What follows belongs to an exercise in optimizing a design on an open flow for small area and a short achievable clock period; a production flow would make more cautious choices.
The RTL was checked by simulation tests, not by an equivalence proof against the original design.
In every run shown here, the design's own scripts or RTL, not TritonCTS, make the clock network.
No driver is modelled on the clock port, so clock power and skew are understated where the tree is cut down; a real chip needs a root buffer or a tree.

--- flow/flow/run.sh ---
#!/bin/bash
# Layout: the standard ORFS flow (standard.sh), with these changes:
#  - every port gets a plain buf_1 as its port buffer;
#  - clock tree: two short levels of clock buffers (flow/cts_manual.tcl,
#    8 leaf buffers under 2 root buffers);
#  - the timing repair after CTS and after global routing aims for a setup
#    slack margin of 8.7 ns.
#  Placement settings: none. Repair settings: none.
# Each make call's output goes to its own make_*.log; ORFS keeps each tool's
# log under orfs/logs/.
set -euo pipefail
H=$PWD
B="BUFFER_PORTS_ARGS=-buffer_cell sky130_fd_sc_hd__buf_1"
C="PRE_CTS_TCL=$H/flow/cts_manual.tcl"
bash standard.sh "$B" "$C" synth > make_synth.log 2>&1
bash standard.sh "$B" "$C"  floorplan place > make_place.log 2>&1
bash standard.sh "$B" "$C"  SETUP_SLACK_MARGIN=8.7  cts > make_cts.log 2>&1
bash standard.sh "$B" "$C"  SETUP_SLACK_MARGIN=8.7  finish > make_finish.log 2>&1
--- flow/flow/cts_manual.tcl ---
# Sourced by ORFS's cts.tcl as PRE_CTS_TCL. Replaces clock_tree_synthesis
# with a short two-level clock tree: the registers are split by location
# into NLEAF groups of equal size (halving by x, then by y, ...), each driven
# by a leaf clock buffer at the group's centre; the leaf buffers are split
# the same way into NROOT groups, each driven by a root clock buffer at its
# centre. The clock port feeds only the NROOT root buffers, and every
# register sees exactly one root and one leaf buffer.

proc mcts_split { items n } {
  set groups [list $items]
  set axis 0
  while { [llength $groups] < $n } {
    set ng {}
    foreach g $groups {
      set s [lsort -integer -index $axis $g]
      set h [expr { [llength $s] / 2 }]
      lappend ng [lrange $s 0 [expr { $h - 1 }]] [lrange $s $h end]
    }
    set groups $ng
    set axis [expr { 1 - $axis }]
  }
  return $groups
}

proc mcts_drive { block master name in_net group } {
  # group: list of {x y iterm}; returns {cx cy A-iterm}
  set sx 0; set sy 0
  foreach s $group { incr sx [lindex $s 0]; incr sy [lindex $s 1] }
  set n [llength $group]
  set cx [expr { $sx / $n }]
  set cy [expr { $sy / $n }]
  set inst [odb::dbInst_create $block $master $name]
  set net [odb::dbNet_create $block "${name}_net"]
  $net setSigType CLOCK
  [$inst findITerm X] connect $net
  foreach s $group {
    set it [lindex $s 2]
    $it disconnect
    $it connect $net
  }
  $inst setLocation [expr { $cx - [$master getWidth] / 2 }] [expr { $cy - [$master getHeight] / 2 }]
  $inst setPlacementStatus PLACED
  set a [$inst findITerm A]
  $a connect $in_net
  puts "manual_cts: $name drives $n pins at ($cx, $cy)"
  return [list $cx $cy $a]
}

proc manual_cts { } {
  set nleaf 8
  set nroot 2
  if { [info exists ::env(MCTS_NLEAF)] } { set nleaf $::env(MCTS_NLEAF) }
  if { [info exists ::env(MCTS_NROOT)] } { set nroot $::env(MCTS_NROOT) }
  set block [ord::get_db_block]
  set db [ord::get_db]
  set leafcell sky130_fd_sc_hd__clkbuf_16
  set rootcell sky130_fd_sc_hd__clkbuf_16
  if { [info exists ::env(MCTS_LEAF)] } { set leafcell $::env(MCTS_LEAF) }
  if { [info exists ::env(MCTS_ROOT)] } { set rootcell $::env(MCTS_ROOT) }
  set leafm [$db findMaster $leafcell]
  set rootm [$db findMaster $rootcell]
  set clk_net [$block findNet clk]
  set sinks {}
  foreach it [$clk_net getITerms] {
    set bb [[$it getInst] getBBox]
    lappend sinks [list [expr { ([$bb xMin] + [$bb xMax]) / 2 }] \
                        [expr { ([$bb yMin] + [$bb yMax]) / 2 }] $it]
  }
  set leaves {}
  set k 0
  foreach g [mcts_split $sinks $nleaf] {
    lappend leaves [mcts_drive $block $leafm "clkbuf_leaf_$k" $clk_net $g]
    incr k
  }
  set k 0
  foreach g [mcts_split $leaves $nroot] {
    mcts_drive $block $rootm "clkbuf_root_$k" $clk_net $g
    incr k
  }
  $clk_net setSigType CLOCK
  set_propagated_clock [all_clocks]
}

rename clock_tree_synthesis orig_clock_tree_synthesis
proc clock_tree_synthesis { args } {
  manual_cts
}
--- flow/standard.sh ---
#!/bin/bash
# synth_recipe.tcl (not shown) runs the flow's synth.tcl, then flattens the netlist and writes it again
# the make line also repeats each setting of config.mk as NAME=value (left out here)
make -C /OpenROAD-flow-scripts/flow DESIGN_CONFIG=/design/flow/config.mk WORK_HOME=/design/flow/orfs CLKGATE_MAP_FILE= SYNTH_SCRIPT=/design/flow/synth_recipe.tcl "${@:-finish}"
--- flow/config.mk ---
export PLATFORM = sky130hd
export DESIGN_NAME = fehel_flit_rx
export DESIGN_NICKNAME = fehel_flit_rx
export VERILOG_FILES = /design/flow/design.v
export SDC_FILE = /design/flow/constraint.sdc
export NUM_CORES = 4
export LEC_CHECK = 0
export CAP_MARGIN = 20
export CORE_MARGIN = 2
export CORE_UTILIZATION = 50
export SLEW_MARGIN = 20
--- flow/constraint.sdc ---
create_clock -name core_clock -period 12.0 [get_ports {clk}]
set_input_delay 2.4000 -clock core_clock [delete_from_list [all_inputs] [get_ports {clk}]]
set_output_delay 2.4000 -clock core_clock [all_outputs]
set_load 0.01 [all_outputs]
--- flow/design.v ---
module fehel_flit_rx (
    input  wire        clk,
    input  wire        rst,
    input  wire        in_valid,
    input  wire [63:0] in_data,
    output reg         res_valid,
    output reg         res_crc_ok,
    output wire        res_ctrl,
    output wire [3:0]  res_err,        
    output wire [4:0]  res_msgs,
    output wire [19:0] res_vc_slots,   
    output wire [11:0] res_fseq,
    output wire [11:0] res_fack
);
    reg  [63:0] u;
    wire [63:0] m_u;
    wire x64 = u[39] ^ u[59];
    wire x65 = u[0] ^ u[56];
    wire x66 = u[46] ^ u[51];
    wire x67 = u[47] ^ u[52];
    wire x68 = u[4] ^ u[58];
    wire x69 = u[8] ^ u[43];
    wire x70 = u[9] ^ u[44];
    wire x71 = u[21] ^ u[26];
    wire x72 = u[15] ^ u[45];
    wire x73 = u[22] ^ u[27];
    wire x74 = u[40] ^ u[60];
    wire x75 = u[41] ^ u[61];
    wire x76 = u[18] ^ u[32];
    wire x77 = u[19] ^ u[33];
    wire x78 = u[20] ^ u[34];
    wire x79 = u[50] ^ u[54];
    wire x80 = u[5] ^ u[12];
    wire x81 = u[48] ^ u[55];
    wire x82 = u[35] ^ u[63];
    wire x83 = u[16] ^ u[53];
    wire x84 = u[6] ^ u[29];
    wire x85 = u[7] ^ u[28];
    wire x86 = u[13] ^ u[49];
    wire x87 = u[10] ^ u[62];
    wire x88 = u[17] ^ u[42];
    wire x89 = u[23] ^ u[30];
    wire x90 = u[24] ^ u[31];
    wire x91 = u[25] ^ x76;
    wire x92 = u[11] ^ x66;
    wire x93 = u[14] ^ u[57];
    wire x94 = u[36] ^ x73;
    wire x95 = x67 ^ x72;
    wire x96 = x64 ^ x68;
    wire x97 = x71 ^ x82;
    wire x98 = u[1] ^ x69;
    wire x99 = u[2] ^ x70;
    wire x100 = u[38] ^ x65;
    wire x101 = x74 ^ x80;
    wire x102 = x77 ^ x79;
    wire x103 = x81 ^ x83;
    wire x104 = u[3] ^ x75;
    wire x105 = u[37] ^ x90;
    wire x106 = u[29] ^ x85;
    wire x107 = u[43] ^ x84;
    wire x108 = u[50] ^ x81;
    wire x109 = u[62] ^ x89;
    wire x110 = u[58] ^ x86;
    wire x111 = u[26] ^ x88;
    wire x112 = u[24] ^ x91;
    wire x113 = u[45] ^ x70;
    wire x114 = u[55] ^ x78;
    wire x115 = u[25] ^ u[42];
    wire x116 = x65 ^ x92;
    wire x117 = u[12] ^ u[37];
    wire x118 = u[10] ^ x100;
    wire x119 = u[7] ^ u[30];
    wire x120 = u[57] ^ x77;
    wire x121 = u[14] ^ x87;
    wire x122 = u[31] ^ x72;
    wire x123 = u[17] ^ x75;
    wire x124 = u[22] ^ u[36];
    wire x125 = x67 ^ x74;
    wire x126 = u[11] ^ u[46];
    wire x127 = u[6] ^ x69;
    wire x128 = u[51] ^ x94;
    wire x129 = u[19] ^ u[63];
    wire x130 = u[27] ^ u[56];
    wire x131 = u[44] ^ x64;
    wire x132 = u[20] ^ x90;
    wire x133 = u[4] ^ u[28];
    wire x134 = u[23] ^ x105;
    wire x135 = u[48] ^ x99;
    wire x136 = x71 ^ x88;
    wire x137 = u[5] ^ u[38];
    wire x138 = u[53] ^ x93;
    wire x139 = x84 ^ x96;
    wire x140 = u[16] ^ u[59];
    wire x141 = u[32] ^ x101;
    wire x142 = u[34] ^ x87;
    wire x143 = u[54] ^ x83;
    wire x144 = u[5] ^ x82;
    wire x145 = u[49] ^ x68;
    wire x146 = u[13] ^ x78;
    wire x147 = u[28] ^ u[45];
    wire x148 = u[0] ^ u[47];
    wire x149 = u[1] ^ u[11];
    wire x150 = u[6] ^ x85;
    wire x151 = u[16] ^ x93;
    wire x152 = u[40] ^ x80;
    wire x153 = u[3] ^ x103;
    wire x154 = x86 ^ x91;
    wire x155 = x73 ^ x104;
    wire x156 = u[35] ^ x71;
    wire x157 = u[9] ^ x97;
    wire x158 = u[30] ^ x116;
    wire x159 = x94 ^ x95;
    wire x160 = u[31] ^ u[33];
    wire x161 = u[60] ^ x102;
    wire x162 = x66 ^ x78;
    wire x163 = u[12] ^ u[53];
    wire x164 = u[3] ^ u[61];
    wire x165 = u[47] ^ x118;
    wire x166 = u[18] ^ u[25];
    wire x167 = u[42] ^ x65;
    wire x168 = u[26] ^ x107;
    wire x169 = u[39] ^ x108;
    wire x170 = u[56] ^ x68;
    wire x171 = u[52] ^ x66;
    wire x172 = x89 ^ x130;
    wire x173 = u[4] ^ x64;
    wire x174 = u[41] ^ x89;
    wire x175 = x67 ^ x98;
    wire x176 = x85 ^ x114;
    wire x177 = u[57] ^ x69;
    wire x178 = u[37] ^ x133;
    wire x179 = x83 ^ x121;
    wire x180 = u[41] ^ x76;
    wire x181 = u[48] ^ x70;
    wire x182 = u[63] ^ x92;
    wire x183 = x77 ^ x111;
    wire x184 = u[15] ^ x67;
    wire x185 = x145 ^ x161;
    wire x186 = u[8] ^ u[22];
    wire x187 = u[14] ^ x97;
    wire x188 = x65 ^ x125;
    wire x189 = u[40] ^ x79;
    wire x190 = u[23] ^ x95;
    wire x191 = x79 ^ x96;
    wire x192 = u[24] ^ u[47];
    wire x193 = u[1] ^ x86;
    wire x194 = x104 ^ x113;
    wire x195 = u[28] ^ u[46];
    wire x196 = x73 ^ x113;
    wire x197 = x102 ^ x119;
    wire x198 = u[10] ^ u[23];
    wire x199 = u[21] ^ u[35];
    wire x200 = x87 ^ x124;
    wire x201 = u[13] ^ x106;
    wire x202 = u[0] ^ x147;
    wire x203 = u[19] ^ u[21];
    wire x204 = u[10] ^ x82;
    wire x205 = x98 ^ x120;
    wire x206 = u[17] ^ x78;
    wire x207 = u[13] ^ x128;
    wire x208 = u[18] ^ x101;
    wire x209 = u[38] ^ x72;
    wire x210 = x109 ^ x149;
    wire x211 = u[2] ^ x75;
    wire x212 = u[15] ^ x129;
    wire x213 = x131 ^ x211;
    wire x214 = x151 ^ x152;
    wire x215 = u[11] ^ x80;
    wire x216 = u[56] ^ x91;
    wire x217 = x85 ^ x132;
    wire x218 = x128 ^ x216;
    wire x219 = u[52] ^ u[53];
    wire x220 = u[54] ^ x84;
    wire x221 = x101 ^ x134;
    wire x222 = x133 ^ x135;
    wire x223 = u[30] ^ x112;
    wire x224 = x102 ^ x176;
    wire x225 = x110 ^ x138;
    wire x226 = u[8] ^ x115;
    wire x227 = x92 ^ x156;
    wire x228 = x121 ^ x139;
    wire x229 = x106 ^ x114;
    wire x230 = x140 ^ x141;
    wire x231 = u[39] ^ x95;
    wire x232 = u[40] ^ x137;
    wire x233 = u[55] ^ x123;
    wire x234 = x70 ^ x178;
    wire x235 = u[39] ^ x84;
    wire x236 = x100 ^ x183;
    wire x237 = x142 ^ x181;
    wire x238 = x143 ^ x182;
    wire x239 = u[37] ^ x144;
    wire x240 = u[41] ^ x162;
    wire x241 = u[45] ^ x117;
    wire x242 = u[59] ^ u[62];
    wire x243 = u[61] ^ x88;
    wire x244 = x68 ^ x186;
    wire x245 = x143 ^ x146;
    wire x246 = u[7] ^ u[31];
    wire x247 = u[14] ^ x126;
    wire x248 = u[15] ^ u[27];
    wire x249 = u[42] ^ u[49];
    wire x250 = u[57] ^ x98;
    wire x251 = u[12] ^ x147;
    wire x252 = u[16] ^ x110;
    wire x253 = u[25] ^ x79;
    wire x254 = x127 ^ x160;
    wire x255 = u[29] ^ x111;
    wire x256 = u[59] ^ x76;
    wire x257 = u[2] ^ x69;
    wire x258 = u[27] ^ x95;
    wire x259 = u[26] ^ x146;
    wire x260 = u[31] ^ x83;
    wire x261 = x125 ^ x196;
    wire x262 = u[13] ^ u[58];
    wire x263 = u[19] ^ u[43];
    wire x264 = u[20] ^ x115;
    wire x265 = u[44] ^ x95;
    wire x266 = u[7] ^ x64;
    wire x267 = u[60] ^ x103;
    wire x268 = u[8] ^ u[32];
    wire x269 = u[34] ^ u[39];
    wire x270 = u[46] ^ u[54];
    wire x271 = u[49] ^ x150;
    wire x272 = x198 ^ x269;
    wire x273 = u[9] ^ u[18];
    wire x274 = u[35] ^ u[53];
    wire x275 = x75 ^ x126;
    wire x276 = x108 ^ x200;
    wire x277 = u[36] ^ x116;
    wire x278 = u[58] ^ x117;
    wire x279 = u[20] ^ x88;
    wire x280 = u[63] ^ x163;
    wire x281 = x81 ^ x166;
    wire x282 = x96 ^ x279;
    wire x283 = x171 ^ x202;
    wire x284 = u[38] ^ x117;
    wire x285 = x109 ^ x159;
    wire x286 = u[47] ^ x204;
    wire x287 = x64 ^ x79;
    wire x288 = x103 ^ x110;
    wire x289 = u[9] ^ x80;
    wire x290 = u[62] ^ x140;
    wire x291 = x112 ^ x123;
    wire x292 = u[6] ^ x166;
    wire x293 = u[50] ^ x87;
    wire x294 = u[63] ^ x73;
    wire x295 = u[17] ^ u[57];
    wire x296 = u[38] ^ x86;
    wire x297 = u[0] ^ x122;
    wire x298 = x80 ^ x118;
    wire x299 = u[44] ^ x184;
    wire x300 = u[60] ^ x76;
    wire x301 = u[61] ^ x99;
    wire x302 = x193 ^ x301;
    wire x303 = x72 ^ x81;
    wire x304 = x99 ^ x109;
    wire x305 = u[58] ^ x78;
    wire x306 = x105 ^ x173;
    wire x307 = x115 ^ x205;
    wire x308 = u[62] ^ x135;
    wire x309 = u[37] ^ x157;
    wire x310 = x74 ^ x154;
    wire x311 = u[22] ^ x98;
    wire x312 = u[7] ^ x155;
    wire x313 = u[51] ^ x167;
    wire x314 = u[33] ^ x74;
    wire x315 = u[2] ^ u[29];
    wire x316 = u[34] ^ x74;
    wire x317 = x64 ^ x94;
    wire x318 = x93 ^ x131;
    wire x319 = x93 ^ x170;
    wire x320 = x209 ^ x168;
    wire x321 = x169 ^ x208;
    wire x322 = x210 ^ x319;
    wire x323 = x207 ^ x320;
    wire x324 = x321 ^ x322;
    wire x325 = x323 ^ x324;
    wire x326 = x105 ^ x110;
    wire x327 = x150 ^ x171;
    wire x328 = x172 ^ x212;
    wire x329 = x213 ^ x214;
    wire x330 = x326 ^ x327;
    wire x331 = x328 ^ x329;
    wire x332 = x330 ^ x331;
    wire x333 = x111 ^ x173;
    wire x334 = x174 ^ x215;
    wire x335 = x153 ^ x175;
    wire x336 = x217 ^ x333;
    wire x337 = x334 ^ x218;
    wire x338 = x335 ^ x336;
    wire x339 = x337 ^ x338;
    wire x340 = x69 ^ x130;
    wire x341 = x219 ^ x120;
    wire x342 = x136 ^ x220;
    wire x343 = x340 ^ x154;
    wire x344 = x341 ^ x342;
    wire x345 = x221 ^ x222;
    wire x346 = x343 ^ x344;
    wire x347 = x345 ^ x346;
    wire x348 = u[10] ^ x137;
    wire x349 = x113 ^ x348;
    wire x350 = x155 ^ x168;
    wire x351 = x225 ^ x349;
    wire x352 = x223 ^ x224;
    wire x353 = x350 ^ x351;
    wire x354 = x352 ^ x353;
    wire x355 = u[44] ^ x122;
    wire x356 = x172 ^ x226;
    wire x357 = x227 ^ x355;
    wire x358 = x356 ^ x224;
    wire x359 = x228 ^ x357;
    wire x360 = x358 ^ x359;
    wire x361 = x90 ^ x177;
    wire x362 = x157 ^ x159;
    wire x363 = x229 ^ x361;
    wire x364 = x158 ^ x230;
    wire x365 = x362 ^ x363;
    wire x366 = x364 ^ x365;
    wire x367 = u[50] ^ x69;
    wire x368 = x160 ^ x91;
    wire x369 = x232 ^ x367;
    wire x370 = x179 ^ x227;
    wire x371 = x231 ^ x233;
    wire x372 = x234 ^ x368;
    wire x373 = x369 ^ x370;
    wire x374 = x371 ^ x372;
    wire x375 = x373 ^ x374;
    wire x376 = x152 ^ x180;
    wire x377 = x235 ^ x159;
    wire x378 = x237 ^ x376;
    wire x379 = x236 ^ x238;
    wire x380 = x377 ^ x378;
    wire x381 = x379 ^ x380;
    wire x382 = x124 ^ x100;
    wire x383 = x106 ^ x111;
    wire x384 = x184 ^ x179;
    wire x385 = x239 ^ x240;
    wire x386 = x382 ^ x383;
    wire x387 = x185 ^ x384;
    wire x388 = x385 ^ x386;
    wire x389 = x387 ^ x388;
    wire x390 = x242 ^ x241;
    wire x391 = x243 ^ x244;
    wire x392 = x187 ^ x188;
    wire x393 = x245 ^ x390;
    wire x394 = x391 ^ x392;
    wire x395 = x393 ^ x394;
    wire x396 = u[45] ^ x163;
    wire x397 = x123 ^ x189;
    wire x398 = x396 ^ x139;
    wire x399 = x157 ^ x397;
    wire x400 = x158 ^ x398;
    wire x401 = x399 ^ x400;
    wire x402 = u[41] ^ u[42];
    wire x403 = u[48] ^ x246;
    wire x404 = x402 ^ x247;
    wire x405 = x403 ^ x118;
    wire x406 = x168 ^ x190;
    wire x407 = x191 ^ x404;
    wire x408 = x405 ^ x406;
    wire x409 = x407 ^ x408;
    wire x410 = x119 ^ x192;
    wire x411 = x248 ^ x249;
    wire x412 = x92 ^ x103;
    wire x413 = x131 ^ x410;
    wire x414 = x411 ^ x141;
    wire x415 = x250 ^ x412;
    wire x416 = x413 ^ x414;
    wire x417 = x415 ^ x416;
    wire x418 = x123 ^ x251;
    wire x419 = x253 ^ x135;
    wire x420 = x188 ^ x252;
    wire x421 = x254 ^ x418;
    wire x422 = x419 ^ x420;
    wire x423 = x421 ^ x422;
    wire x424 = u[7] ^ x66;
    wire x425 = x108 ^ x138;
    wire x426 = x142 ^ x193;
    wire x427 = x256 ^ x424;
    wire x428 = x194 ^ x255;
    wire x429 = x425 ^ x426;
    wire x430 = x427 ^ x428;
    wire x431 = x429 ^ x430;
    wire x432 = u[18] ^ u[42];
    wire x433 = x82 ^ x432;
    wire x434 = x121 ^ x257;
    wire x435 = x433 ^ x258;
    wire x436 = x434 ^ x158;
    wire x437 = x185 ^ x435;
    wire x438 = x436 ^ x437;
    wire x439 = u[14] ^ u[18];
    wire x440 = x129 ^ x164;
    wire x441 = x195 ^ x439;
    wire x442 = x100 ^ x109;
    wire x443 = x260 ^ x440;
    wire x444 = x441 ^ x139;
    wire x445 = x259 ^ x442;
    wire x446 = x443 ^ x261;
    wire x447 = x444 ^ x445;
    wire x448 = x446 ^ x447;
    wire x449 = x79 ^ x124;
    wire x450 = x163 ^ x262;
    wire x451 = x263 ^ x92;
    wire x452 = x97 ^ x132;
    wire x453 = x150 ^ x256;
    wire x454 = x449 ^ x450;
    wire x455 = x233 ^ x451;
    wire x456 = x452 ^ x453;
    wire x457 = x454 ^ x165;
    wire x458 = x455 ^ x456;
    wire x459 = x457 ^ x458;
    wire x460 = u[32] ^ u[37];
    wire x461 = u[59] ^ x68;
    wire x462 = x71 ^ x460;
    wire x463 = x127 ^ x232;
    wire x464 = x264 ^ x461;
    wire x465 = x462 ^ x197;
    wire x466 = x265 ^ x463;
    wire x467 = x464 ^ x465;
    wire x468 = x466 ^ x467;
    wire x469 = x71 ^ x137;
    wire x470 = x266 ^ x469;
    wire x471 = x196 ^ x240;
    wire x472 = x254 ^ x267;
    wire x473 = x470 ^ x471;
    wire x474 = x472 ^ x473;
    wire x475 = u[56] ^ x199;
    wire x476 = x268 ^ x270;
    wire x477 = x243 ^ x272;
    wire x478 = x475 ^ x476;
    wire x479 = x271 ^ x477;
    wire x480 = x478 ^ x261;
    wire x481 = x479 ^ x480;
    wire x482 = u[23] ^ u[33];
    wire x483 = u[40] ^ u[45];
    wire x484 = x192 ^ x273;
    wire x485 = x274 ^ x482;
    wire x486 = x483 ^ x106;
    wire x487 = x177 ^ x275;
    wire x488 = x484 ^ x485;
    wire x489 = x276 ^ x486;
    wire x490 = x487 ^ x488;
    wire x491 = x489 ^ x490;
    wire x492 = u[29] ^ u[49];
    wire x493 = u[54] ^ x129;
    wire x494 = x192 ^ x492;
    wire x495 = x174 ^ x226;
    wire x496 = x278 ^ x493;
    wire x497 = x494 ^ x237;
    wire x498 = x495 ^ x496;
    wire x499 = x277 ^ x497;
    wire x500 = x498 ^ x499;
    wire x501 = u[15] ^ u[49];
    wire x502 = x273 ^ x501;
    wire x503 = x144 ^ x264;
    wire x504 = x502 ^ x128;
    wire x505 = x134 ^ x188;
    wire x506 = x503 ^ x228;
    wire x507 = x504 ^ x505;
    wire x508 = x506 ^ x507;
    wire x509 = u[21] ^ u[51];
    wire x510 = u[52] ^ u[55];
    wire x511 = x65 ^ x73;
    wire x512 = x75 ^ x129;
    wire x513 = x509 ^ x510;
    wire x514 = x96 ^ x241;
    wire x515 = x511 ^ x512;
    wire x516 = x513 ^ x112;
    wire x517 = x179 ^ x201;
    wire x518 = x514 ^ x515;
    wire x519 = x516 ^ x517;
    wire x520 = x518 ^ x519;
    wire x521 = u[27] ^ u[36];
    wire x522 = x521 ^ x102;
    wire x523 = x127 ^ x280;
    wire x524 = x281 ^ x282;
    wire x525 = x283 ^ x522;
    wire x526 = x523 ^ x524;
    wire x527 = x525 ^ x526;
    wire x528 = x78 ^ x126;
    wire x529 = x203 ^ x138;
    wire x530 = x181 ^ x284;
    wire x531 = x528 ^ x191;
    wire x532 = x271 ^ x529;
    wire x533 = x530 ^ x285;
    wire x534 = x531 ^ x532;
    wire x535 = x533 ^ x534;
    wire x536 = u[20] ^ u[21];
    wire x537 = x66 ^ x186;
    wire x538 = x536 ^ x106;
    wire x539 = x209 ^ x287;
    wire x540 = x537 ^ x286;
    wire x541 = x288 ^ x538;
    wire x542 = x539 ^ x221;
    wire x543 = x540 ^ x541;
    wire x544 = x542 ^ x543;
    wire x545 = x71 ^ x270;
    wire x546 = x145 ^ x289;
    wire x547 = x290 ^ x545;
    wire x548 = x250 ^ x258;
    wire x549 = x546 ^ x547;
    wire x550 = x291 ^ x548;
    wire x551 = x549 ^ x550;
    wire x552 = u[5] ^ u[59];
    wire x553 = x148 ^ x195;
    wire x554 = x262 ^ x552;
    wire x555 = x99 ^ x292;
    wire x556 = x293 ^ x294;
    wire x557 = x553 ^ x554;
    wire x558 = x183 ^ x267;
    wire x559 = x555 ^ x556;
    wire x560 = x557 ^ x558;
    wire x561 = x559 ^ x560;
    wire x562 = u[30] ^ x148;
    wire x563 = x164 ^ x295;
    wire x564 = x152 ^ x200;
    wire x565 = x212 ^ x296;
    wire x566 = x562 ^ x563;
    wire x567 = x176 ^ x191;
    wire x568 = x564 ^ x565;
    wire x569 = x566 ^ x567;
    wire x570 = x568 ^ x569;
    wire x571 = u[20] ^ u[30];
    wire x572 = u[41] ^ x140;
    wire x573 = x571 ^ x94;
    wire x574 = x97 ^ x177;
    wire x575 = x284 ^ x572;
    wire x576 = x297 ^ x573;
    wire x577 = x574 ^ x575;
    wire x578 = x576 ^ x577;
    wire x579 = u[62] ^ x76;
    wire x580 = x107 ^ x108;
    wire x581 = x122 ^ x136;
    wire x582 = x579 ^ x214;
    wire x583 = x234 ^ x580;
    wire x584 = x581 ^ x158;
    wire x585 = x582 ^ x583;
    wire x586 = x584 ^ x585;
    wire x587 = u[1] ^ u[17];
    wire x588 = u[31] ^ x66;
    wire x589 = x119 ^ x587;
    wire x590 = x107 ^ x120;
    wire x591 = x180 ^ x294;
    wire x592 = x588 ^ x589;
    wire x593 = x252 ^ x265;
    wire x594 = x590 ^ x591;
    wire x595 = x592 ^ x298;
    wire x596 = x593 ^ x594;
    wire x597 = x595 ^ x596;
    wire x598 = u[4] ^ x66;
    wire x599 = x242 ^ x94;
    wire x600 = x257 ^ x260;
    wire x601 = x598 ^ x141;
    wire x602 = x229 ^ x299;
    wire x603 = x599 ^ x600;
    wire x604 = x236 ^ x601;
    wire x605 = x602 ^ x603;
    wire x606 = x604 ^ x605;
    wire x607 = u[21] ^ u[28];
    wire x608 = u[33] ^ u[48];
    wire x609 = x295 ^ x607;
    wire x610 = x608 ^ x172;
    wire x611 = x235 ^ x300;
    wire x612 = x609 ^ x175;
    wire x613 = x194 ^ x239;
    wire x614 = x245 ^ x610;
    wire x615 = x611 ^ x612;
    wire x616 = x613 ^ x614;
    wire x617 = x615 ^ x616;
    wire x618 = u[43] ^ x80;
    wire x619 = x85 ^ x90;
    wire x620 = x248 ^ x274;
    wire x621 = x136 ^ x272;
    wire x622 = x618 ^ x619;
    wire x623 = x620 ^ x116;
    wire x624 = x161 ^ x621;
    wire x625 = x622 ^ x302;
    wire x626 = x623 ^ x624;
    wire x627 = x625 ^ x626;
    wire x628 = u[2] ^ u[11];
    wire x629 = u[35] ^ u[44];
    wire x630 = x84 ^ x87;
    wire x631 = x164 ^ x628;
    wire x632 = x629 ^ x114;
    wire x633 = x151 ^ x189;
    wire x634 = x251 ^ x630;
    wire x635 = x631 ^ x112;
    wire x636 = x175 ^ x632;
    wire x637 = x633 ^ x634;
    wire x638 = x207 ^ x635;
    wire x639 = x636 ^ x637;
    wire x640 = x638 ^ x639;
    wire x641 = u[3] ^ u[17];
    wire x642 = u[25] ^ u[41];
    wire x643 = x68 ^ x77;
    wire x644 = x117 ^ x219;
    wire x645 = x641 ^ x642;
    wire x646 = x303 ^ x643;
    wire x647 = x644 ^ x645;
    wire x648 = x187 ^ x201;
    wire x649 = x304 ^ x646;
    wire x650 = x647 ^ x277;
    wire x651 = x648 ^ x649;
    wire x652 = x650 ^ x651;
    wire x653 = u[0] ^ x87;
    wire x654 = x249 ^ x125;
    wire x655 = x127 ^ x287;
    wire x656 = x305 ^ x653;
    wire x657 = x134 ^ x153;
    wire x658 = x182 ^ x654;
    wire x659 = x655 ^ x656;
    wire x660 = x657 ^ x658;
    wire x661 = x659 ^ x660;
    wire x662 = u[5] ^ x70;
    wire x663 = x97 ^ x220;
    wire x664 = x266 ^ x662;
    wire x665 = x225 ^ x663;
    wire x666 = x664 ^ x285;
    wire x667 = x291 ^ x665;
    wire x668 = x666 ^ x667;
    wire x669 = x201 ^ x306;
    wire x670 = x238 ^ x298;
    wire x671 = x307 ^ x669;
    wire x672 = x670 ^ x671;
    wire x673 = u[4] ^ u[8];
    wire x674 = x79 ^ x673;
    wire x675 = x206 ^ x674;
    wire x676 = x190 ^ x675;
    wire x677 = x218 ^ x308;
    wire x678 = x676 ^ x677;
    wire x679 = u[5] ^ u[18];
    wire x680 = u[24] ^ u[49];
    wire x681 = x198 ^ x679;
    wire x682 = x680 ^ x120;
    wire x683 = x681 ^ x153;
    wire x684 = x283 ^ x682;
    wire x685 = x309 ^ x683;
    wire x686 = x684 ^ x685;
    wire x687 = u[17] ^ u[24];
    wire x688 = u[26] ^ u[54];
    wire x689 = x86 ^ x87;
    wire x690 = x89 ^ x263;
    wire x691 = x687 ^ x688;
    wire x692 = x101 ^ x138;
    wire x693 = x162 ^ x281;
    wire x694 = x689 ^ x690;
    wire x695 = x691 ^ x231;
    wire x696 = x692 ^ x693;
    wire x697 = x694 ^ x695;
    wire x698 = x696 ^ x697;
    wire x699 = u[19] ^ x130;
    wire x700 = x132 ^ x189;
    wire x701 = x275 ^ x292;
    wire x702 = x699 ^ x187;
    wire x703 = x288 ^ x299;
    wire x704 = x700 ^ x701;
    wire x705 = x702 ^ x703;
    wire x706 = x704 ^ x705;
    wire x707 = x85 ^ x137;
    wire x708 = x148 ^ x149;
    wire x709 = x203 ^ x107;
    wire x710 = x143 ^ x174;
    wire x711 = x707 ^ x708;
    wire x712 = x282 ^ x709;
    wire x713 = x710 ^ x711;
    wire x714 = x310 ^ x712;
    wire x715 = x713 ^ x714;
    wire x716 = u[14] ^ x81;
    wire x717 = x84 ^ x132;
    wire x718 = x136 ^ x716;
    wire x719 = x197 ^ x208;
    wire x720 = x213 ^ x311;
    wire x721 = x717 ^ x718;
    wire x722 = x719 ^ x720;
    wire x723 = x721 ^ x722;
    wire x724 = x203 ^ x114;
    wire x725 = x122 ^ x127;
    wire x726 = x304 ^ x313;
    wire x727 = x724 ^ x725;
    wire x728 = x310 ^ x312;
    wire x729 = x726 ^ x727;
    wire x730 = x728 ^ x729;
    wire x731 = u[4] ^ u[23];
    wire x732 = u[32] ^ u[46];
    wire x733 = u[52] ^ x77;
    wire x734 = x731 ^ x732;
    wire x735 = x97 ^ x151;
    wire x736 = x167 ^ x293;
    wire x737 = x733 ^ x734;
    wire x738 = x194 ^ x217;
    wire x739 = x311 ^ x735;
    wire x740 = x736 ^ x737;
    wire x741 = x738 ^ x739;
    wire x742 = x740 ^ x741;
    wire x743 = u[6] ^ u[8];
    wire x744 = u[14] ^ u[46];
    wire x745 = x743 ^ x744;
    wire x746 = x99 ^ x136;
    wire x747 = x146 ^ x280;
    wire x748 = x314 ^ x745;
    wire x749 = x169 ^ x746;
    wire x750 = x747 ^ x748;
    wire x751 = x165 ^ x223;
    wire x752 = x749 ^ x750;
    wire x753 = x751 ^ x752;
    wire x754 = u[25] ^ u[36];
    wire x755 = u[38] ^ u[55];
    wire x756 = x84 ^ x89;
    wire x757 = x148 ^ x199;
    wire x758 = x246 ^ x754;
    wire x759 = x755 ^ x104;
    wire x760 = x142 ^ x289;
    wire x761 = x756 ^ x757;
    wire x762 = x758 ^ x759;
    wire x763 = x760 ^ x761;
    wire x764 = x185 ^ x762;
    wire x765 = x763 ^ x764;
    wire x766 = u[6] ^ u[61];
    wire x767 = x119 ^ x149;
    wire x768 = x268 ^ x766;
    wire x769 = x144 ^ x767;
    wire x770 = x768 ^ x259;
    wire x771 = x276 ^ x306;
    wire x772 = x313 ^ x769;
    wire x773 = x770 ^ x771;
    wire x774 = x772 ^ x773;
    wire x775 = u[33] ^ u[52];
    wire x776 = x119 ^ x315;
    wire x777 = x775 ^ x122;
    wire x778 = x244 ^ x776;
    wire x779 = x154 ^ x169;
    wire x780 = x777 ^ x778;
    wire x781 = x309 ^ x779;
    wire x782 = x780 ^ x781;
    wire x783 = u[9] ^ u[12];
    wire x784 = x86 ^ x126;
    wire x785 = x783 ^ x142;
    wire x786 = x300 ^ x784;
    wire x787 = x139 ^ x153;
    wire x788 = x205 ^ x297;
    wire x789 = x785 ^ x786;
    wire x790 = x787 ^ x788;
    wire x791 = x789 ^ x790;
    wire x792 = x170 ^ x206;
    wire x793 = x247 ^ x197;
    wire x794 = x286 ^ x792;
    wire x795 = x230 ^ x302;
    wire x796 = x793 ^ x794;
    wire x797 = x795 ^ x796;
    wire x798 = u[40] ^ x89;
    wire x799 = x160 ^ x315;
    wire x800 = x96 ^ x98;
    wire x801 = x156 ^ x206;
    wire x802 = x798 ^ x799;
    wire x803 = x155 ^ x800;
    wire x804 = x801 ^ x802;
    wire x805 = x165 ^ x803;
    wire x806 = x804 ^ x805;
    wire x807 = u[3] ^ u[5];
    wire x808 = u[42] ^ u[57];
    wire x809 = x90 ^ x199;
    wire x810 = x807 ^ x808;
    wire x811 = x180 ^ x316;
    wire x812 = x809 ^ x810;
    wire x813 = x210 ^ x317;
    wire x814 = x811 ^ x812;
    wire x815 = x222 ^ x813;
    wire x816 = x814 ^ x815;
    wire x817 = u[2] ^ x77;
    wire x818 = x115 ^ x124;
    wire x819 = x104 ^ x107;
    wire x820 = x145 ^ x202;
    wire x821 = x204 ^ x817;
    wire x822 = x818 ^ x134;
    wire x823 = x141 ^ x819;
    wire x824 = x820 ^ x821;
    wire x825 = x822 ^ x823;
    wire x826 = x824 ^ x825;
    wire x827 = x162 ^ x167;
    wire x828 = x278 ^ x303;
    wire x829 = x314 ^ x112;
    wire x830 = x318 ^ x827;
    wire x831 = x828 ^ x312;
    wire x832 = x829 ^ x830;
    wire x833 = x831 ^ x832;
    wire x834 = x75 ^ x195;
    wire x835 = x156 ^ x170;
    wire x836 = x290 ^ x296;
    wire x837 = x316 ^ x834;
    wire x838 = x190 ^ x835;
    wire x839 = x836 ^ x837;
    wire x840 = x307 ^ x838;
    wire x841 = x839 ^ x840;
    wire x842 = u[24] ^ u[43];
    wire x843 = u[46] ^ u[50];
    wire x844 = u[60] ^ x75;
    wire x845 = x83 ^ x93;
    wire x846 = x148 ^ x842;
    wire x847 = x843 ^ x144;
    wire x848 = x305 ^ x844;
    wire x849 = x845 ^ x846;
    wire x850 = x255 ^ x317;
    wire x851 = x847 ^ x848;
    wire x852 = x849 ^ x308;
    wire x853 = x850 ^ x851;
    wire x854 = x852 ^ x853;
    wire x855 = u[22] ^ u[29];
    wire x856 = u[55] ^ x86;
    wire x857 = x88 ^ x164;
    wire x858 = x855 ^ x97;
    wire x859 = x178 ^ x215;
    wire x860 = x253 ^ x856;
    wire x861 = x857 ^ x318;
    wire x862 = x858 ^ x859;
    wire x863 = x860 ^ x165;
    wire x864 = x861 ^ x862;
    wire x865 = x863 ^ x864;
    assign m_u[0] = x325;
    assign m_u[1] = x332;
    assign m_u[2] = x339;
    assign m_u[3] = x347;
    assign m_u[4] = x354;
    assign m_u[5] = x360;
    assign m_u[6] = x366;
    assign m_u[7] = x375;
    assign m_u[8] = x381;
    assign m_u[9] = x389;
    assign m_u[10] = x395;
    assign m_u[11] = x401;
    assign m_u[12] = x409;
    assign m_u[13] = x417;
    assign m_u[14] = x423;
    assign m_u[15] = x431;
    assign m_u[16] = x438;
    assign m_u[17] = x448;
    assign m_u[18] = x459;
    assign m_u[19] = x468;
    assign m_u[20] = x474;
    assign m_u[21] = x481;
    assign m_u[22] = x491;
    assign m_u[23] = x500;
    assign m_u[24] = x508;
    assign m_u[25] = x520;
    assign m_u[26] = x527;
    assign m_u[27] = x535;
    assign m_u[28] = x544;
    assign m_u[29] = x551;
    assign m_u[30] = x561;
    assign m_u[31] = x570;
    assign m_u[32] = x578;
    assign m_u[33] = x586;
    assign m_u[34] = x597;
    assign m_u[35] = x606;
    assign m_u[36] = x617;
    assign m_u[37] = x627;
    assign m_u[38] = x640;
    assign m_u[39] = x652;
    assign m_u[40] = x661;
    assign m_u[41] = x668;
    assign m_u[42] = x672;
    assign m_u[43] = x678;
    assign m_u[44] = x686;
    assign m_u[45] = x698;
    assign m_u[46] = x706;
    assign m_u[47] = x715;
    assign m_u[48] = x723;
    assign m_u[49] = x730;
    assign m_u[50] = x742;
    assign m_u[51] = x753;
    assign m_u[52] = x765;
    assign m_u[53] = x774;
    assign m_u[54] = x782;
    assign m_u[55] = x791;
    assign m_u[56] = x797;
    assign m_u[57] = x806;
    assign m_u[58] = x816;
    assign m_u[59] = x826;
    assign m_u[60] = x833;
    assign m_u[61] = x841;
    assign m_u[62] = x854;
    assign m_u[63] = x865;
    reg  [5:0]  beat;
    wire        first = (beat == 6'd0);
    always @(posedge clk) begin
        if (in_valid)
            u <= (m_u | {64{first}}) ^ in_data;
    end
    wire crc_good = &u;
    reg        hdr_ev;     
    reg        slot_ev;    
    reg        last_ev;    
    reg  [7:0] op_r;
    reg  [4:0] len_r;
    wire [5:0] beat_inc   = beat + 6'd1;
    wire       slot_beat  = beat[0] && (beat != 6'd63);
    wire       last_beat  = (beat == 6'd63);
    always @(posedge clk) begin
        op_r    <= in_data[7:0];
        len_r   <= in_data[12:8];
        hdr_ev  <= !rst && in_valid && first;
        slot_ev <= !rst && in_valid && slot_beat;
        last_ev <= !rst && in_valid && last_beat;
        if (rst || in_valid)
            beat <= beat_inc & {6{!rst}};
    end
    reg  [11:0] fseq;
    reg  [11:0] fack;
    reg         ctrl;
    reg         ftype_err;
    wire [3:0]  h_ftype = ~u[63:60];
    wire [4:0]  h_cont  = ~u[35:31];
    wire        h_data  = (h_ftype == 4'h0);
    always @(posedge clk) begin
        if (hdr_ev) begin
            fseq      <= ~u[59:48];
            fack      <= ~u[47:36];
            ctrl      <= (h_ftype == 4'h1);
            ftype_err <= (h_ftype > 4'h1);
        end
    end
    function op_known;
        input [7:0] op;
        begin
            case (op)
                8'h00, 8'h01, 8'h02, 8'h03, 8'h04, 8'h05,
                8'h10, 8'h11, 8'h12, 8'h13, 8'h14, 8'h1F,
                8'h20, 8'h21, 8'h22, 8'h23, 8'h24, 8'h25, 8'h2F,
                8'h30, 8'h31, 8'h32, 8'h33,
                8'h40, 8'h41, 8'h4F: op_known = 1'b1;
                default:             op_known = 1'b0;
            endcase
        end
    endfunction
    function len_ok;
        input [7:0] op;
        input [4:0] len;
        begin
            case (op)
                8'h10, 8'h21, 8'h30: len_ok = (len == 5'd4);
                8'h11, 8'h40:        len_ok = (len == 5'd16);
                8'h12:               len_ok = (len >= 5'd1) && (len <= 5'd16);
                8'h22:               len_ok = (len == 5'd5);
                8'h25, 8'h33:        len_ok = (len <= 5'd16);
                8'h32:               len_ok = (len == 5'd0) || (len == 5'd4);
                default:             len_ok = (len == 5'd0);
            endcase
        end
    endfunction
    reg         walking;
    reg  [4:0]  rem;
    reg         counted;
    reg  [1:0]  cur_vc;
    reg         cont_err;
    reg         opcode_err;
    reg         len_err;
    reg  [4:0]  msgs;
    reg  [4:0]  vc0, vc1, vc2, vc3;
    reg  [4:0]  carry;
    reg  [1:0]  carry_vc;
    wire        rem_nz  = (rem != 5'd0);
    wire        known   = op_known(op_r);
    wire        lok     = len_ok(op_r, len_r);
    wire        has_vc  = (op_r[7:4] != 4'h0);
    wire [1:0]  op_vc   = op_r[5:4] - 2'd1;
    wire        step    = slot_ev && walking;
    wire        s_cont  = step && rem_nz;
    wire        s_msg   = step && !rem_nz && known && lok;
    wire        inc     = (s_cont && counted) || (s_msg && has_vc);
    wire [1:0]  inc_vc  = rem_nz ? cur_vc : op_vc;
    always @(posedge clk) begin
        if (hdr_ev) begin
            walking    <= h_data;
            rem        <= h_data ? h_cont : 5'd0;
            cont_err   <= h_data && (h_cont != carry);
            counted    <= h_data && (h_cont == carry);
            cur_vc     <= carry_vc;
            opcode_err <= 1'b0;
            len_err    <= 1'b0;
            msgs       <= 5'd0;
            vc0        <= 5'd0;
            vc1        <= 5'd0;
            vc2        <= 5'd0;
            vc3        <= 5'd0;
        end else if (step) begin
            if (rem_nz) begin
                rem <= rem - 5'd1;
            end else if (!known) begin
                opcode_err <= 1'b1;
                walking    <= 1'b0;
            end else if (!lok) begin
                len_err    <= 1'b1;
                walking    <= 1'b0;
            end else begin
                rem <= len_r;
                if (op_r != 8'h00)
                    msgs <= msgs + 5'd1;
                counted <= has_vc;
                if (has_vc)
                    cur_vc <= op_vc;
            end
            if (inc && inc_vc == 2'd0) vc0 <= vc0 + 5'd1;
            if (inc && inc_vc == 2'd1) vc1 <= vc1 + 5'd1;
            if (inc && inc_vc == 2'd2) vc2 <= vc2 + 5'd1;
            if (inc && inc_vc == 2'd3) vc3 <= vc3 + 5'd1;
        end
    end
    wire any_err = ftype_err | cont_err | opcode_err | len_err;
    wire carry_ld = last_ev && crc_good && (any_err || !ctrl);
    always @(posedge clk) begin
        res_crc_ok <= crc_good;
        res_valid  <= !rst && last_ev;
        if (rst || carry_ld) begin
            carry    <= (any_err || rst) ? 5'd0 : rem;
            carry_vc <= (any_err || rst) ? 2'd0 : cur_vc;
        end
    end
    assign res_ctrl     = ctrl;
    assign res_err      = {len_err, opcode_err, cont_err, ftype_err};
    assign res_msgs     = msgs;
    assign res_vc_slots = {vc3, vc2, vc1, vc0};
    assign res_fseq     = fseq;
    assign res_fack     = fack;
endmodule
==> qor.yml, run 1 <==
status:
  status: "no timing/DRC/antenna violations"
worst_setup_path:
  cp_slowest_stage_delay_ns: 0.41
  path_cells: "clkbuf_2"
  cp_top_family: "flip-flops"
  crit_fanout: 1
  slowest_stage: "edfxtp_1"
  timing_worst_setup_path_type: "reg -> out"
  critPathRequiredTime_ns: 9.60
  crit_buf_inv: 1
  critPathArrivalTime_ns: 0.92
  cp-end-kind: "primary output"
  cp-start-kind: "flop"
sta:
  holdWs_ns: 0.4777
  worst_pin_slew_ns: 0.9625
  max_freq_mhz: 301.3
  fin_setup_tns_ns: 0
  fin_skew_ns: 0.06010
  min_period_over_period_pct: 27.66
  setup_viol: 0
  rsz0062_at_grt: "yes"
  maxSlewViolCount: 0
  period_needed_ns: 3.319
  slew_headroom_pct: 35.37
  final_hold_viol_count: 0
synthesis:
  synth.distinct_cells: 62
  yosys_warnings: 1
  synth-edff-count: 113
  ys_ff_latch: 159
  syn_inst: 1462
  async_flop_share_pct: 0
  synth.area.top_cells: "xnor2_1 (39%), edfxtp_1 (23%), xor2_1 (11%), dfxtp_1 (6.3%), nor2_1 (2.5%)"
  yosysSeqAreaShare_pct: 29.30
  syn_area_um2: 14720
  synth_area_leader_cell: "xnor2_1"
  synth_top_area_share_pct: 38.61
  ys.flop_type: "edfxtp_1"
  synth_nets: 1543
  syn_avg_cell_area_um2: 10.07
placement:
  portBuffers: 122
  placed_cells: 1913
  hpwl_mm: 44.02
  gp_congestion: 1.064
  placed_area_um2: 15500
drt:
  wirelength_mm: 57.50
  drc: 0
  wl_met2_mm: 25.19
  dr_total_vias: 10970
  m1WireLength_mm: 22.42
  dr.pass1.iters: 5
  met3_length_mm: 4.969
  drt_iter0_drc: 1182
  antenna_left: 0
  viasPerCell: 5.565
  highest_layer: "met4"
  wl_per_cell_um: 29.18
die:
  dieWidth_um: 175.6
  fp-row-count: 62
  start_util_pct: 51.02
  die_h_um: 175.6
  die-area_um2: 30830
  fp.coreArea_um2: 28860
  io_pins: 123
cells_and_area:
  final_area_um2: 16590
  area_growth_pct: 12.66
  final_cells: 1971
  final_nets: 1670
  drive_gt1_share_pct: 12.92
  nFillCells: 2701
  num_antenna_cells: 0
clocking:
  clk_latency_ns: 0.37
  clk_pin_slew_ns: 0.11
run:
  max_cap_viol_count: 0
grt:
  grt_usage_pct: 36.78
  antenna_found_initial: 0
  grt_pass1_wl_mm: 79.26
  grt_pass1_vias: 10640
  grt-ovfl-total: 0
  grt_max_degree: 69
min_path:
  hp-class: "reg -> reg"
## state kept, by name (all words and copies together), names as in the netlist, 2 cells and up, named ones only
signal and count:
beat 6, vc1 5, len_r 5, carry_vc 2, cur_vc 2, carry 5, vc3 5, vc0 5
msgs 5, fseq 12, vc2 5, rem 5, op_r 8, fack 12, u 64
## path summary, 6_finish.rpt
check                              from           to  slack (ns)  cells after the start
worst max-delay path            fseq[2]  res_fseq[2]        8.68                      1
worst min-delay path            last_ev    res_valid        0.48                      1
worst max register to register    u[13]        u[15]        8.70                      8
worst min register to register  last_ev    res_valid        0.48                      1
## layout by cell type, fill, tap and decap left out, types with 10 or more instances in the layout
cell / n
nand2_1: 27
buf_4: 70
ha_1: 14
dfxtp_1: 31
nand3_1: 16
nor2_1: 98
edfxtp_1: 113
xnor2_1: 622
inv_1: 41
xor2_2: 14
buf_1: 105
a21oi_1: 15
xor2_1: 172
nand4_1: 21
clkbuf_16: 10
dfxtp_2: 15
xnor2_2: 36
clkbuf_2: 11
## cell type report
| type | count | area, µm² | share of cell area, % |
|---|---|---|---|
| Buffer | 10 | 250.2 | 1.509 |
| Inverter | 42 | 157.7 | 0.9504 |
| Multi-Input combinational cell | 1177 | 10220 | 61.62 |
| Sequential cell | 159 | 4333 | 26.12 |
| Tap cell | 384 | 480.5 | 2.897 |
| Timing Repair Buffer | 199 | 1145 | 6.902 |
## what timing repair did
| item | CTS | global route |
|---|---|---|
| gates resized for setup | 40 | 38 |
| buffers inserted | 20 | 28 |
| endpoints found under the setup margin | 76 | 66 |
| hold buffers | 0 | 0 |
| pin swaps | 1 | 3 |
## metal layers
layer	global-route usage, %	up-vias
li1	-	4898
met1	46.44	5285
met2	57.45	587
met3	6.753	199
met4	24.79	0
met5	0	-
## synthesized netlist by cell type (all sizes together) (6+ instances only)
| cell type | instances |
|---|---|
| buf | 50 |
| edfxtp | 113 |
| nand3 | 16 |
| and2 | 6 |
| inv | 41 |
| nand4 | 21 |
| nor2b | 7 |
| o31ai | 7 |
| xnor2 | 663 |
| o21ai | 8 |
| xnor3 | 9 |
| nand2 | 27 |
| nor2 | 98 |
| ha | 14 |
| nor3 | 9 |
| a21oi | 16 |
| xor2 | 194 |
| clkbuf | 34 |
| dfxtp | 46 |
## per-stage QoR
stage                     worst slack (ns)  util (%)
after floorplan                      8.810         -
final                                8.681     57.48
after CTS                            8.627     56.09
after global routing                 8.656     57.48
after global placement               8.096     53.69
after detailed placement             8.068     53.72
## kinds of logic after synthesis
logic type      share of synthesized area, %
xor+xnor                               54.30
mux                                   0.6459
simple gates                           7.343
flops                                  29.30
fa+ha+maj                              1.190
compound gates                         3.467
buf+inv                                3.748
==> run 2: changes to the inputs <==
--- a/flow/config.mk
+++ b/flow/config.mk
@@ -7,5 +7,5 @@
 export LEC_CHECK = 0
 export CAP_MARGIN = 20
 export CORE_MARGIN = 2
-export CORE_UTILIZATION = 50
+export CORE_UTILIZATION = 60
 export SLEW_MARGIN = 20
==> run 2 against run 1 <==
Routed wire length shrank 6.2%. Die area decreased by 16%. Critical path depth grew 7. Global-route usage increased by 4.0 points. Final area fell by 1.4%. Clock skew is 0.0067 ns lower. Worst setup slack worse by 0.096 ns. Register-to-register slack lost 0.11 ns. Sequential cell count unchanged. Critical endpoint is now u[52].
==> qor.yml, run 2 <==
status:
  status: "no timing/DRC/antenna violations"
cells_and_area:
  num_antenna_cells: 0  # unchanged
  seq_area_um2: 4330  # about the same
  area_growth_pct: 11.13
  multi_input_area_um2: 10140  # -0.78%
  final_cell_mix: "xnor2_1 (632), xor2_1 (176), edfxtp_1 (113), buf_1 (109), nor2_1 (97)"
  nFillCells: 2013  # -25%
  top_regs: "u (64), fack (12), fseq (12)"
  final_common_cell: "xnor2_1"
  final_cells: 1906  # -3.3%
  final_nets: 1665  # -0.30%
  drive_gt1_share_pct: 11.44  # -1.5 points
  final_core_util_pct: 67.68  # +10 points
  largest_register_ffs: 64  # unchanged
  regMostFlops: "u"
sta:
  max_freq_mhz: 292.8  # -2.8%
  worst_pin_slew_ns: 1.203  # +0.2401 ns
  period_needed_ns: 3.415  # +0.09611 ns
  fin_setup_tns_ns: 0  # unchanged
  min_period_over_period_pct: 28.46  # +0.80 points
  fin_skew_ns: 0.05338  # -0.006726 ns
  layout_setup_ws_ns: 8.585  # -0.09611 ns
  final_hold_viol_count: 0  # unchanged
  setup_viol: 0  # unchanged
  rsz0062_at_grt: "yes"
  maxSlewViolCount: 0  # unchanged
  slew_headroom_pct: 19.55  # -16 points
die:
  die_h_um: 160.6  # -8.5%
  io_pins: 123  # unchanged
  start_util_pct: 60.90  # +9.9 points
  fp-row-count: 57  # -8.1%
  dieWidth_um: 160.6  # -8.5%
  fp.coreArea_um2: 24180  # -16%
  die-area_um2: 25810  # -16%
worst_setup_path:
  r2r_start: "u[58]"
  critPathRequiredTime_ns: 12.12  # +2.52 ns
  timing_worst_setup_path_type: "reg -> reg"
  reg2reg_slack_ns: 8.59  # -0.11 ns
  crit_fanout: 7  # +6
  path_cells: "xor2_2 -> xnor2_1 -> xor2_1 -> xnor2_1 -> xnor2_1 -> xnor2_1 -> nor2_1 -> xnor2_1"
  crit_buf_inv: 0  # -1
  cp_slowest_stage_delay_ns: 0.72  # +0.31 ns
  slowest_stage: "edfxtp_1"
  critPathArrivalTime_ns: 3.53  # +2.61 ns
  r2r_end: "u[52]"
  cp_top_family: "XOR/XNOR gates"
  cp-end-kind: "flop"
  cp-start-kind: "flop"
  reg2reg_depth: 8  # unchanged
  cpMostUsedCell: "xnor2_1"
synthesis:
  synth.area.top_cells: "xnor2_1 (39%), edfxtp_1 (23%), xor2_1 (11%), dfxtp_1 (6.3%), nor2_1 (2.5%)"
  synth_nets: 1543  # unchanged
  synth_area_leader_cell: "xnor2_1"
  synth_commonest_cells: "xnor2_1 (649), xor2_1 (185), edfxtp_1 (113)"
  ys.flop_type: "edfxtp_1"
  yosys_warnings: 1  # unchanged
  yosysSeqAreaShare_pct: 29.30  # unchanged
  ys_ff_latch: 159  # unchanged
  syn_avg_cell_area_um2: 10.07  # unchanged
  synth_top_area_share_pct: 38.61  # unchanged
  synth.distinct_cells: 62  # unchanged
  syn_inst: 1462  # unchanged
  async_flop_share_pct: 0  # unchanged
  synth-edff-count: 113  # unchanged
  yosysMostFrequentCell: "xnor2_1"
  syn_area_um2: 14720  # unchanged
min_path:
  hp-class: "reg -> reg"
  min_path_cells: 1  # unchanged
  hold_path_end: "res_valid"
  min-delay-start: "last_ev"
placement:
  portBuffers: 122  # unchanged
  place_ws_ns: 8.126  # +0.05820 ns
  hpwl_mm: 41.18  # -6.5%
  gp_congestion: 1.139  # +7.1%
  placed_cells: 1844  # -3.6%
drt:
  antenna_left: 0  # unchanged
  drc: 0  # unchanged
  drt_iter0_drc: 1571  # +33%
  viasPerCell: 5.876  # +5.6%
  wl_per_cell_um: 28.31  # -3.0%
  dr.pass1.iters: 6  # +1
  wirelength_mm: 53.97  # -6.2%
  dr_total_vias: 11200  # +2.1%
run:
  max_cap_viol_count: 0  # unchanged
grt:
  grt_max_degree: 69  # unchanged
  grt_pass1_wl_mm: 74.91  # -5.5%
  grt_usage_pct: 40.81  # +4.0 points
  grt_pass1_vias: 10660  # +0.15%
  antenna_found_initial: 0  # unchanged
  grt-ovfl-total: 0  # unchanged
clocking:
  hold_buffers: 0  # unchanged
  clk_pin_slew_ns: 0.08  # -0.03 ns
  clk_latency_ns: 0.37  # about the same
## run 2: cell count changes in the layout (fill, tap and decap cells not counted), sizes merged
cell	previous run	this run
clkbuf	21	22
buf	188	182
## run 2: cell type report
type,instances,area share [%]
Tap cell,324,2.478
Multi-Input combinational cell,1177,61.98
Sequential cell,159,26.47
Timing Repair Buffer,194,6.584
Inverter,42,0.9635
Buffer,10,1.529
## run 2: kinds of logic (layout without fill, tap and decap cells)
| group | after synthesis | count (layout) | synth area share (%) |
|---|---|---|---|
| simple gates | 222 | 222 | 7.343 |
| flops | 159 | 159 | 29.30 |
| fa+ha+maj | 14 | 14 | 1.190 |
| xor+xnor | 867 | 867 | 54.30 |
| buf+inv | 126 | 246 | 3.748 |
| compound gates | 65 | 65 | 3.467 |
| mux | 9 | 9 | 0.6459 |
## run 2: how the worst max path moves through the flow
| stage | from | to | slack [ns] | cells after the start |
|---|---|---|---|---|
| after floorplan | rst | carry[0] | 8.81 | 2 |
| after global placement | in_valid | beat[3] | 8.14 | 3 |
| after detailed placement | in_valid | beat[3] | 8.13 | 3 |
| after CTS | fseq[0] | res_fseq[0] | 8.70 | 1 |
| after global routing | u[55] | u[51] | 8.55 | 9 |
| final | u[58] | u[52] | 8.59 | 8 |
## run 2: timing repair
item / CTS / global route
resized for setup: 22 / 40
buffers inserted: 9 / 43
endpoints found under the setup margin: 41 / 74
pin swaps: 1 / 4
## run 2: layer usage
| metal | up-vias | global-route usage [%] | part of all wire [%] |
|---|---|---|---|
| li1 | 4882 | - | - |
| met1 | 5306 | 50.57 | 36 |
| met2 | 751 | 64.71 | 44 |
| met3 | 260 | 8.032 | 11 |
| met4 | 0 | 27.44 | 9.0 |
| met5 | - | 0 | 0 |
## run 2: worst register-to-register path, stage by stage, from the launching register on
cell and delay (ns):
edfxtp_1 0.72, xor2_2 0.34, xnor2_1 0.66, xor2_1 0.31, xnor2_1 0.55, xnor2_1 0.20, xnor2_1 0.15, nor2_1 0.07
xnor2_1 0.16
## run 2: stage by stage
stage	area [µm²]	hold WS, ns
after floorplan	14720	0.4387
after global placement	15350	0.4588
after detailed placement	15350	0.4719
after CTS	15820	0.4886
after global routing	16360	0.5134
final	16360	0.4877
==> run 3: changes to the inputs <==
==> flow/flow/run.sh (replaced) <==
#!/bin/bash
# Layout: the standard ORFS flow (standard.sh), with these changes:
#  - every port gets a plain buf_1 as its port buffer;
#  - clock tree: two short levels of clock buffers (flow/cts_manual.tcl,
#    8 leaf buffers under 4 root buffers);
#  - the timing repair after CTS and after global routing aims for a setup
#    slack margin of 8.9 ns.
#  Placement settings: none. Repair settings: none.
# Each make call's output goes to its own make_*.log; ORFS keeps each tool's
# log under orfs/logs/.
set -euo pipefail
H=$PWD
B="BUFFER_PORTS_ARGS=-buffer_cell sky130_fd_sc_hd__buf_1"
C="PRE_CTS_TCL=$H/flow/cts_manual.tcl"
bash standard.sh "$B" "$C" synth > make_synth.log 2>&1
bash standard.sh "$B" "$C"  floorplan place > make_place.log 2>&1
bash standard.sh "$B" "$C"  SETUP_SLACK_MARGIN=8.9  cts > make_cts.log 2>&1
bash standard.sh "$B" "$C"  SETUP_SLACK_MARGIN=8.9  finish > make_finish.log 2>&1
--- a/flow/flow/cts_manual.tcl
+++ b/flow/flow/cts_manual.tcl
@@ -48,7 +48,7 @@
 
 proc manual_cts { } {
   set nleaf 8
-  set nroot 2
+  set nroot 4
   if { [info exists ::env(MCTS_NLEAF)] } { set nleaf $::env(MCTS_NLEAF) }
   if { [info exists ::env(MCTS_NROOT)] } { set nroot $::env(MCTS_NROOT) }
   set block [ord::get_db_block]
--- a/flow/config.mk
+++ b/flow/config.mk
@@ -7,5 +7,5 @@
 export LEC_CHECK = 0
 export CAP_MARGIN = 20
 export CORE_MARGIN = 2
-export CORE_UTILIZATION = 60
+export CORE_UTILIZATION = 55
 export SLEW_MARGIN = 20
==> run 3 against run 2 <==
Utilization decreased by 0.43 points. Largest cell class unchanged. First-iteration DRC count fell by 25%. Sequential share of layout area decreased by 1.8 points.
==> qor.yml, run 3 <==
sta:
  min_period_over_period_pct: 27.12  # -1.3 points
  maxSlewViolCount: 0  # unchanged
  fin_setup_tns_ns: 0  # unchanged
  final_hold_viol_count: 0  # unchanged
  period_needed_ns: 3.255  # -0.1602 ns
  setup_viol: 0  # unchanged
  holdWs_ns: 0.4830  # -0.004647 ns
  worst_pin_slew_ns: 0.9754  # -0.2272 ns
  slew_headroom_pct: 34.50  # +15 points
  rsz0062_at_grt: "yes"
  max_freq_mhz: 307.3  # +4.9%
  fin_skew_ns: 0.03646  # -0.01692 ns
worst_setup_path:
  critPathArrivalTime_ns: 0.85  # -2.68 ns
  timing_worst_setup_path_type: "reg -> out"
  cp-start-kind: "flop"
  cp_slowest_stage_delay_ns: 0.43  # -0.29 ns
  crit_buf_inv: 1  # +1
  slowest_stage: "edfxtp_1"
  cp_top_family: "flip-flops"
  critPathRequiredTime_ns: 9.60  # -2.52 ns
  crit_fanout: 2  # -5
  path_cells: "clkbuf_2"
  cp-end-kind: "primary output"
synthesis:
  async_flop_share_pct: 0  # unchanged
  yosys_warnings: 1  # unchanged
  synth_top_family_by_area: "XOR/XNOR gates"
  synth-edff-count: 113  # unchanged
  synth_fa_ha_area_share_pct: 1.190  # unchanged
  syn_inst: 1462  # unchanged
  synth_nets: 1543  # unchanged
  synth.area.top_cells: "xnor2_1 (39%), edfxtp_1 (23%), xor2_1 (11%), dfxtp_1 (6.3%), nor2_1 (2.5%)"
  synth_top_area_share_pct: 38.61  # unchanged
  synth_area_leader_cell: "xnor2_1"
  synth_commonest_cells: "xnor2_1 (649), xor2_1 (185), edfxtp_1 (113)"
  yosysMostFrequentCell: "xnor2_1"
  syn_avg_cell_area_um2: 10.07  # unchanged
  synth_xor_area_share_pct: 54.30  # unchanged
  synthSimpleGateAreaFrac_pct: 7.343  # unchanged
  ys.flop_type: "edfxtp_1"
  syn_area_um2: 14720  # unchanged
  yosysSeqAreaShare_pct: 29.30  # unchanged
  synth_compound_area_share_pct: 3.467  # unchanged
  synthMuxAreaShare_pct: 0.6459  # unchanged
  ys_ff_latch: 159  # unchanged
  synth.distinct_cells: 62  # unchanged
clocking:
  hold_buffers: 0  # unchanged
  clk_pin_slew_ns: 0.08  # about the same
  clk_latency_ns: 0.31  # -0.06 ns
cells_and_area:
  final_common_cell: "xnor2_1"
  final_cells: 1992  # +4.5%
  largest_register_ffs: 64  # unchanged
  drive_gt1_share_pct: 20.65  # +9.2 points
  area_growth_pct: 19.70
  final_nets: 1739  # +4.4%
  regMostFlops: "u"
  nFillCells: 2160  # +7.3%
  final_cell_mix: "xnor2_1 (617), xor2_1 (165), buf_4 (133), edfxtp_1 (113), nor2_1 (97)"
  top_regs: "u (64), fack (12), fseq (12)"
die:
  fp-row-count: 59  # +3.5%
  die-area_um2: 28090  # +8.9%
  die_h_um: 167.6  # +4.3%
  start_util_pct: 56.18  # -4.7 points
  dieWidth_um: 167.6  # +4.3%
  fp.coreArea_um2: 26210  # +8.4%
  io_pins: 123  # unchanged
min_path:
  hp-class: "reg -> reg"
drt:
  viasPerCell: 5.729  # -2.5%
  wirelength_mm: 56.63  # +4.9%
  dr_total_vias: 11410  # +1.9%
  drc: 0  # unchanged
  antenna_left: 0  # unchanged
  dr.pass1.iters: 5  # -1
  wl_per_cell_um: 28.43  # +0.40%
  drt_iter0_drc: 1173  # -25%
grt:
  antenna_found_initial: 2  # +2
  grt_usage_pct: 39.57  # -1.2 points
  grt_pass1_wl_mm: 78.94  # +5.4%
  grt-ovfl-total: 0  # unchanged
  grt_max_degree: 63  # -8.7%
  grt_pass1_vias: 11270  # +5.8%
placement:
  gp_congestion: 1.130  # -0.78%
  hpwl_mm: 41.56  # +0.92%
  placed_cells: 1859  # +0.81%
  portBuffers: 122  # unchanged
run:
  max_cap_viol_count: 0  # unchanged
status:
  status: "no timing/DRC/antenna violations"
==> run 3: cell counts after synthesis <==
Identical to the previous run, type by type.
==> run 3: metrics by stage <==
stage	setup slack, ns	area, µm²	utilization (%)
after detailed placement	7.783	15400	58.77
after floorplan	8.810	14720	-
after global routing	8.726	17620	67.24
after global placement	7.833	15390	58.74
final	8.745	17620	67.25
after CTS	8.740	17030	64.98
==> run 3: area by class of cell <==
| class | count | area, µm² | share of cell area [%] |
|---|---|---|---|
| inverter | 42 | 157.7 | 0.8946 |
| tap | 335 | 419.2 | 2.378 |
| sequential | 159 | 4355 | 24.71 |
| timing repair buffer | 266 | 1952 | 11.08 |
| buffer | 12 | 300.3 | 1.704 |
| multi-input combinational | 1177 | 10440 | 59.22 |
| antenna | 1 | 2.502 | 0.01420 |
==> run 3: worst paths after layout <==
kind	cells after the start	from	to	slack [ns]
setup / recovery	1	ftype_err	res_err[0]	8.75
hold / removal	1	last_ev	res_valid	0.48
setup reg to reg	9	u[13]	u[61]	8.86
hold reg to reg	1	last_ev	res_valid	0.48
==> run 3: routing by layer <==
layer  global-route usage, %  vias up  share of wire (%)
li1                        -     5037                  -
met1                   48.19     5430                 37
met2                   63.49      719                 45
met3                   8.272      226                 10
met4                   26.47        0                8.6
met5                       0        -                  0
==> run 3: logic make-up after synthesis <==
| kind of cell | count (synthesis) |
|---|---|
| xor gates and xnor gates | 867 |
| and+or+nand+nor | 222 |
| DFF | 159 |
| buffers and inverters | 126 |
| AOI/OAI and AO/OA | 65 |
| adders and majority gates | 14 |
| muxes | 9 |
==> run 3: repair_timing <==
item | CTS | global route
endpoints found under the setup margin | 190 | 108
pin swaps | 6 | 7
gates resized for setup | 141 | 53
cloned | 1 | 0
buffers inserted | 78 | 41

==> port drivers added, routing unchanged <==
How much do the figures lean on ideal ports? The routed layouts below were timed once more, with nothing changed but the port constraints. Step 1 sets driving cells, clkbuf_16 on the clock port and buf_2 on the other inputs (assumed; they add their load-dependent delay and slew). Step 2 moves the port delays by t, midway between the first and last clock arrival at a register: inputs arrive t later, outputs are due t later. That takes back most of the time a late clock gives input paths. Slacks: no drivers / after step 1 / after step 2; pairs: no drivers / after step 1.
run | t, ns | setup WS [ns] | worst setup path at the end | pins driven straight from the clock port
run 1 | 0.417 | 8.681 / 8.605 / 8.485 | input to register | 2
run 2 | 0.412 | 8.585 / 8.585 / 8.467 | input to register | 2
run 3 | 0.406 | 8.745 / 8.628 / 8.616 | input to register | 4
After both steps setup and hold are still met in every run listed. For run 1, which loses most, drivers alone change the setup slack by -0.076 ns; drivers and shift together by -0.196 ns.
